Source: an optimization exercise on an open RTL-to-GDS flow (aim: small area and a short achievable clock period). Production flows keep margins and buffers that such runs may drop.
Function was checked by simulation only, so behaviour that the tests miss may differ from the original.
Power is estimated from default activity; no workload was simulated.

`flow/config.mk`:
```
export PLATFORM = sky130hd
export DESIGN_NAME = sw74_addr_decode
export DESIGN_NICKNAME = sw74_addr_decode
export VERILOG_FILES = /design/flow/design.v
export SDC_FILE = /design/flow/constraint.sdc
export NUM_CORES = 4
export LEC_CHECK = 0
export CAP_MARGIN = 20
export CORE_MARGIN = 2
export CORE_UTILIZATION = 40
export SLEW_MARGIN = 20
```
`flow/constraint.sdc`:
```
create_clock -name core_clock -period 165.0 [get_ports {clk}]
set_input_delay 33.0000 -clock core_clock [delete_from_list [all_inputs] [get_ports {clk}]]
set_output_delay 33.0000 -clock core_clock [all_outputs]
set_load 0.01 [all_outputs]
```
`flow/design.v`:
```
module sw74_addr_decode (
    input  wire         clk,
    input  wire         rst,
    input  wire [1:0]   cfg_dies_log2,    
    input  wire [2:0]   cfg_die_ilv,      
    input  wire [1:0]   cfg_ch_gran,      
    input  wire [19:0]  cfg_cr,           
    input  wire [215:0] cfg_usable,       
    input  wire [215:0] cfg_sump,         
    input  wire [127:0] cfg_layer_mask,   
    input  wire [127:0] cfg_stack,        
    input  wire         in_valid,
    input  wire [47:0]  in_dpa,
    output reg          out_valid,
    output reg  [1:0]   out_region,       
    output reg  [2:0]   out_die,
    output reg  [47:0]  out_off,          
    output reg          out_layer,        
    output reg  [2:0]   out_lch,          
    output reg  [47:0]  out_r,            
    output reg          out_sub,
    output reg  [2:0]   out_bg,
    output reg  [1:0]   out_bank,
    output reg  [6:0]   out_col,
    output reg  [2:0]   out_chip,
    output reg  [28:0]  out_row
);
    reg        req_valid;
    reg [47:0] req_dpa;
    always @(posedge clk) begin
        if (rst) begin
            req_valid <= 1'b0;
            req_dpa   <= 48'd0;
        end else begin
            req_valid <= in_valid;
            req_dpa   <= in_dpa;
        end
    end
    wire [3:0] n_dies = 4'd1 << cfg_dies_log2;
    function [26:0] usable_of(input [2:0] d);
        usable_of = cfg_usable[27*d +: 27];
    endfunction
    function [26:0] sump_of(input [2:0] d);
        sump_of = cfg_sump[27*d +: 27];
    endfunction
    reg [223:0] pre_u;    
    reg [223:0] end_s;
    reg [27:0] a_drifts;
    reg [27:0] h_drifts;
    integer k;
    always @* begin
        a_drifts = 28'd0;
        for (k = 0; k < 8; k = k + 1) begin
            if (k < n_dies)
                a_drifts = a_drifts + usable_of(k);
            pre_u[28*k +: 28] = a_drifts;
        end
        h_drifts = a_drifts;
        for (k = 0; k < 8; k = k + 1) begin
            if (k < n_dies)
                h_drifts = h_drifts + sump_of(k);
            end_s[28*k +: 28] = h_drifts;
        end
    end
    reg [4:0] g_shift;
    always @* begin
        case (cfg_die_ilv)
            3'd1:    g_shift = 5'd12;
            3'd2:    g_shift = 5'd16;
            3'd3:    g_shift = 5'd21;
            default: g_shift = 5'd30;
        endcase
    end
    reg [3:0] h_shift;
    always @* begin
        case (cfg_ch_gran)
            2'd1:    h_shift = 4'd12;
            2'd2:    h_shift = 4'd14;
            default: h_shift = 4'd8;
        endcase
    end
    wire [26:0] o_dr = req_dpa[47:21];
    wire [20:0] o_lo = req_dpa[20:0];
    reg [1:0]  region;
    reg [2:0]  die;
    reg [47:0] off;
    reg [27:0] base;
    reg [47:0] gmask;
    always @* begin
        die  = 3'd0;
        base = 28'd0;
        off  = 48'd0;
        gmask = (48'd1 << g_shift) - 48'd1;
        if ({1'b0, o_dr} < a_drifts) begin
            region = 2'd0;
            if (cfg_die_ilv == 3'd0) begin
                for (k = 0; k < 7; k = k + 1)
                    if (k < n_dies - 1 && {1'b0, o_dr} >= pre_u[28*k +: 28]) begin
                        die  = k + 1;
                        base = pre_u[28*k +: 28];
                    end
                off = {o_dr - base[26:0], o_lo};
            end else begin
                die = (req_dpa >> g_shift) & (n_dies - 1);
                off = ((req_dpa >> ({1'b0, g_shift} + cfg_dies_log2)) << g_shift) | (req_dpa & gmask);
            end
        end else if ({1'b0, o_dr} < h_drifts) begin
            region = 2'd1;
            base = a_drifts;
            for (k = 0; k < 7; k = k + 1)
                if (k < n_dies - 1 && {1'b0, o_dr} >= end_s[28*k +: 28]) begin
                    die  = k + 1;
                    base = end_s[28*k +: 28];
                end
            off = {usable_of(die) + (o_dr - base[26:0]), o_lo};
        end else begin
            region = 2'd2;
        end
    end
    wire [15:0] lmask  = cfg_layer_mask[16*die +: 16];
    wire [15:0] stacks = cfg_stack[16*die +: 16];
    function [3:0] popcount8(input [7:0] v);
        integer b;
        begin
            popcount8 = 4'd0;
            for (b = 0; b < 8; b = b + 1)
                popcount8 = popcount8 + v[b];
        end
    endfunction
    wire [3:0]  w0    = popcount8(lmask[7:0]);
    wire [3:0]  w1    = popcount8(lmask[15:8]);
    wire [23:0] edge0 = w0 * cfg_cr;         
    reg        layer;
    reg [47:0] x;
    reg [3:0]  wj;
    reg [7:0]  cmask;
    always @* begin
        if (off[47:21] < {3'd0, edge0}) begin
            layer = 1'b0;
            x     = off;
            wj    = w0;
            cmask = lmask[7:0];
        end else begin
            layer = 1'b1;
            x     = {off[47:21] - {3'd0, edge0}, off[20:0]};
            wj    = w1;
            cmask = lmask[15:8];
        end
    end
    wire [47:0] hmask = (48'd1 << h_shift) - 48'd1;
    wire [39:0] y     = x >> h_shift;        
    wire [39:0] q     = y / wj;
    wire [3:0]  i     = y % wj;
    wire [47:0] r     = ({8'd0, q} << h_shift) | (x & hmask);
    reg [2:0] lch;
    reg [3:0] seen;
    always @* begin
        lch  = 3'd0;
        seen = 4'd0;
        for (k = 0; k < 8; k = k + 1)
            if (cmask[k]) begin
                if (seen == i)
                    lch = k;
                seen = seen + 1'b1;
            end
    end
    wire [1:0]  lstack = stacks[2*lch +: 2];
    wire [28:0] row    = r >> (5'd19 + lstack);
    wire [2:0]  chip   = r[21:19] & ((3'd1 << lstack) - 3'd1);
    always @(posedge clk) begin
        if (rst) begin
            out_valid  <= 1'b0;
            out_region <= 2'd0;
            out_die    <= 3'd0;
            out_off    <= 48'd0;
            out_layer  <= 1'b0;
            out_lch    <= 3'd0;
            out_r      <= 48'd0;
            out_sub    <= 1'b0;
            out_bg     <= 3'd0;
            out_bank   <= 2'd0;
            out_col    <= 7'd0;
            out_chip   <= 3'd0;
            out_row    <= 29'd0;
        end else begin
            out_valid  <= req_valid;
            out_region <= region;
            out_die    <= die;
            out_off    <= off;
            out_layer  <= layer;
            out_lch    <= lch;
            out_r      <= r;
            out_sub    <= r[6];
            out_bg     <= r[11:9] ^ row[2:0];
            out_bank   <= r[13:12] ^ row[4:3];
            out_col    <= {r[18:14], r[8:7]};
            out_chip   <= chip;
            out_row    <= row;
        end
    end
endmodule
```
`flow/run.sh`:
```
#!/bin/bash
# synth_recipe.tcl (not shown) runs the flow's synth.tcl, then flattens the netlist and writes it again
# the make line also repeats each setting of config.mk as NAME=value (left out here)
make -C /OpenROAD-flow-scripts/flow DESIGN_CONFIG=/design/flow/config.mk WORK_HOME=/design/flow/orfs CLKGATE_MAP_FILE= SYNTH_SCRIPT=/design/flow/synth_recipe.tcl finish
```
==> run notes <==
## cells in the final DEF, fill, tap and decap left out, types with 87 or more instances in the layout
cell	count
a21oi_1	1221
nand2_1	1208
nor2_1	1165
ha_1	1121
inv_1	927
clkdlybuf4s50_1	914
o21ai_0	752
xnor2_1	543
buf_4	506
a21o_1	443
mux2i_1	376
nor3_1	331
nand3_1	306
a211oi_1	285
nor2b_1	284
xor2_1	265
o21a_1	226
nand4_1	186
and3_1	178
nand2b_1	175
and2_1	173
a31oi_1	161
dfxtp_1	159
o211ai_1	136
mux2_2	135
or3_1	114
o21ai_1	92
fa_1	87
## stage by stage
step	utilization	total power, W
6_report	0.4710	0.3017
5_1_grt	0.4708	0.3122
4_1_cts	0.4639	0.2994
3_5_place_dp	0.4610	0.2985
3_3_place_gp	0.4610	0.2983
2_1_floorplan	-	0.2872
## synthesized netlist by cell type, types with 47 or more instances
library cell / instances / area, um2
o21ai_0: 794 / 3974
fa_1: 88 / 1762
nor3_1: 341 / 1707
and2_1: 175 / 1095
a2111oi_0: 47 / 411.6
o21a_1: 226 / 1697
buf_4: 82 / 615.6
a22oi_1: 50 / 375.4
xnor2_1: 547 / 4791
xor2_1: 267 / 2338
mux4_2: 64 / 1441
o2111ai_1: 64 / 560.5
nand4_1: 186 / 1164
a21boi_0: 51 / 382.9
or2_2: 80 / 500.5
a311oi_1: 60 / 525.5
and3_1: 181 / 1132
nor2_1: 1178 / 4422
and4_1: 69 / 604.3
a211oi_1: 293 / 2200
o22ai_1: 73 / 456.7
mux2_2: 136 / 1531
a21oi_1: 1286 / 6436
a31oi_1: 166 / 1039
o21ai_1: 72 / 360.4
nor2b_1: 288 / 1802
o211ai_1: 136 / 1021
a211o_1: 48 / 420.4
nor4_1: 93 / 581.8
nand3_1: 306 / 1531
o31ai_1: 84 / 630.6
o21bai_1: 87 / 653.1
buf_1: 82 / 307.8
dfxtp_1: 184 / 3684
ha_1: 1129 / 14130
nand2_1: 1215 / 4561
inv_1: 932 / 3498
mux2i_1: 382 / 3824
or4_1: 56 / 420.4
clkbuf_1: 338 / 1269
a21o_1: 447 / 3356
nand2b_1: 176 / 1101
or3_1: 115 / 719.4
## sequential cells by signal, indices dropped and copies added (netlist names)
| name | cells |
|---|---|
| out_die | 3 |
| out_bank | 2 |
| out_region | 2 |
| out_row | 29 |
| out_bg | 3 |
| out_col | 5 |
| out_lch | 3 |
| out_off | 48 |
| out_layer | 1 |
| out_valid | 1 |
| out_r | 35 |
| req_valid | 1 |
| req_dpa | 48 |
| out_chip | 3 |
## layout make-up
type,count,area share
inverters,938,0.03181
clock buffers,17,0.003837
multi-input cells,11960,0.7749
repair buffers,1427,0.1175
diodes,65,0.001467
well taps,3150,0.03555
flip-flops and latches,184,0.03351
clock inverters,15,0.001388
## repair_timing
item                       4_1_cts  5_1_grt
resized for setup                9      250
gates cloned                     0        8
pin swaps                        1       34
setup endpoints to repair       36       49
buffers inserted                 6       66
## cell families (layout without fill, tap and decap cells)
logic type | after synthesis | after routing | synth area share
buffers and inverters | 1532 | 2397 | 0.06803
other | 1 | 66 | 0.00003959
AO/OA/AOI/OAI | 4513 | 4515 | 0.3142
AND/OR/NAND/NOR | 4788 | 4794 | 0.2584
multiplexers | 598 | 598 | 0.07395
adder cells (fa/ha/maj) | 1223 | 1223 | 0.1684
flip-flops | 184 | 184 | 0.03889
XOR/XNOR | 828 | 828 | 0.07803
## layer usage
layer	GRT usage	part of all wire	vias up
met5	0	0.00038	-
met4	0.2360	0.070	28
met1	0.5037	0.41	53130
met2	0.5945	0.43	5999
met3	0.06229	0.094	971
li1	-	-	52370
==> impl_results.md <==
* Syn nets at 15,650
* Hold crit path type: flop to flop
* Initial antenna violation count at 105
* Setup TNS at 0 ns
* Placed insts at 17,580
* Reg power frac at 0.001
* Tcrit/Tclk final at 0.9476
* Main power group: combinational cells
* CTS Sinks at 184
* Reg-to-Reg Start: req_dpa[21]$_SDFF_PP0_
* Port Buf Inserts at 916
* CTS max path bufs at 2
* Ports at 917
* FF-to-FF setup slack at 60.10 ns
* Total die area at 240,700 um2
* Layout cells sized above 1 at 0.09168
* Hold path startpoint: req_valid$_SDFF_PP0_
* CP max FO at 36
* Ys Warns at 1
* Clk pwr at 0.0000440 W
* Ys flop type: dfxtp_1
* Layout Skew at 0.03570 ns
* Slowest stage cell, crit path: or4_4
* Vias per cell at 6.336
* 1st-pass router iterations at 9
* Initial DRC Count at 12,750
* Crit. End Element: flop
* Hold Fails Final Rpt at 0
* CTS hold repair buffers at 0
* H-tree Lvls at 4
* DRT antenna net count at 0
* Period minus WS final at 156.35 ns
* Cell Count, Final, Fillers Out at 17,760
* Worst VDD drop at 3.178 mV
* Placer Congestion at 1.052
* Dpl ws at -2.081 ns
* P_int at 0.1084 W
* Avg Cell Area, Syn at 6.930 um2
* P_comb at 0.302 W
* Sequential-to-total area share from yosys stat at 0.03889
* Reg2reg path depth at 490
* Mapped Cells at 13,670
* Clock Pin Slew Worst Setup and Hold Paths at 0.09 ns
* Final setup viols at 0
* Clock Latency Late Sink at 0.55 ns
* Tot GR Track Use at 0.3864
* Crit path to: out_bank[0]$_SDFF_PP0_
* Hold path endpoint: out_valid$_SDFF_PP0_
* Gate power share at 0.999
* Clock power share at 0
* Seq cells post-synth at 184
* Chip height at 490.6 um
* Cts bufs inserted at 17
* Critical Path Source Type: input pin
* Worst-Margin Slew at 1.201 ns
* Area grow syn2layout at 17.06%
* Family with the most delay on the worst path: simple AND/OR/NAND/NOR gates
* Post-detailed-route DRC marker count at 0
* EDFF count, synth at 0
* Final worst slack at 8.651 ns
* Worst Path Buf+Inv at 44
* Initial core utilization at 0.4023
* Sequential power at 0.000159 W
* Register area at 3715 um2
* Nets at 16,510
* # rows at 178
* Fill count at 24,610
* DR WL/cell at 27.77 um
* Crit Path Category: input pin to flop
* DP HPWL at 414.6 mm
* Sw Share at 0.6407
* Core area at 235,400 um2
* Post-Route WL at 493.1 mm
* PD cells at 2722 nW/um2
* Crit. Startpoint: cfg_dies_log2[0]
* Vias in the first global route at 103,100
* Max cap viols at 0
* Async S/R FF share, synth at 0
* CP dominant cell by count: ha_1
* Root buffer cell: clkbuf_16
* First-pass GRT wire length at 704.9 mm
* Peak Freq at 6.396 MHz
* Relative slew slack at 0.1991
* Horiz. Die Dim at 490.6 um
* LEAKAGE at 47.88 nW
* Synth unique cells at 172
* WHS at 0.4593 ns
* Status: complete, no violations
* Via count at 112,500
* Final instance area at 110,900 um2
* R2R Path End: out_bank[0]$_SDFF_PP0_
* Final Slew Violations at 0
* Hold Crit Depth at 1
* WP data arrival at 156.74 ns
* Critical Path RT at 165.39 ns
* Multi-input gate area at 85,910 um2
* Largest net degree at the start of global routing at 76
* GRT Residual Overflow at 0
* Sw power at 0.1933 W
* Syn Std Cell Area at 94,710 um2
* Critical Path Max Stage Delay at 0.63 ns
* CTS tree: done
* Post-DP Area at 108,500 um2
* WP depth at 599

[port drivers added, routing unchanged]
In the flow no input, the clock included, has a driving cell. The finished layout below was timed again as built, in two steps. Step 1 assumes that a clkbuf_16 drives the clock port and a buf_2 every other input. Step 2 times the ports against the registers' clock, not the clock port: input delays grow and output delays shrink by t, the midpoint of the rising clock arrivals with the driver on. Slacks: ideal / step 1 / step 2; pairs: ideal / step 1.
shift t [ns]: 0.611
slack for setup (ns): 8.651 / 8.702 / 8.091
worst hold slack (ns): 0.459 / 0.459 / 0.459
worst register clock-pin slew, ns: 0.11 / 0.11
After both steps setup and hold are still met in this run. The setup slack of this run moves by +0.051 ns with the drivers and by -0.560 ns with both steps.
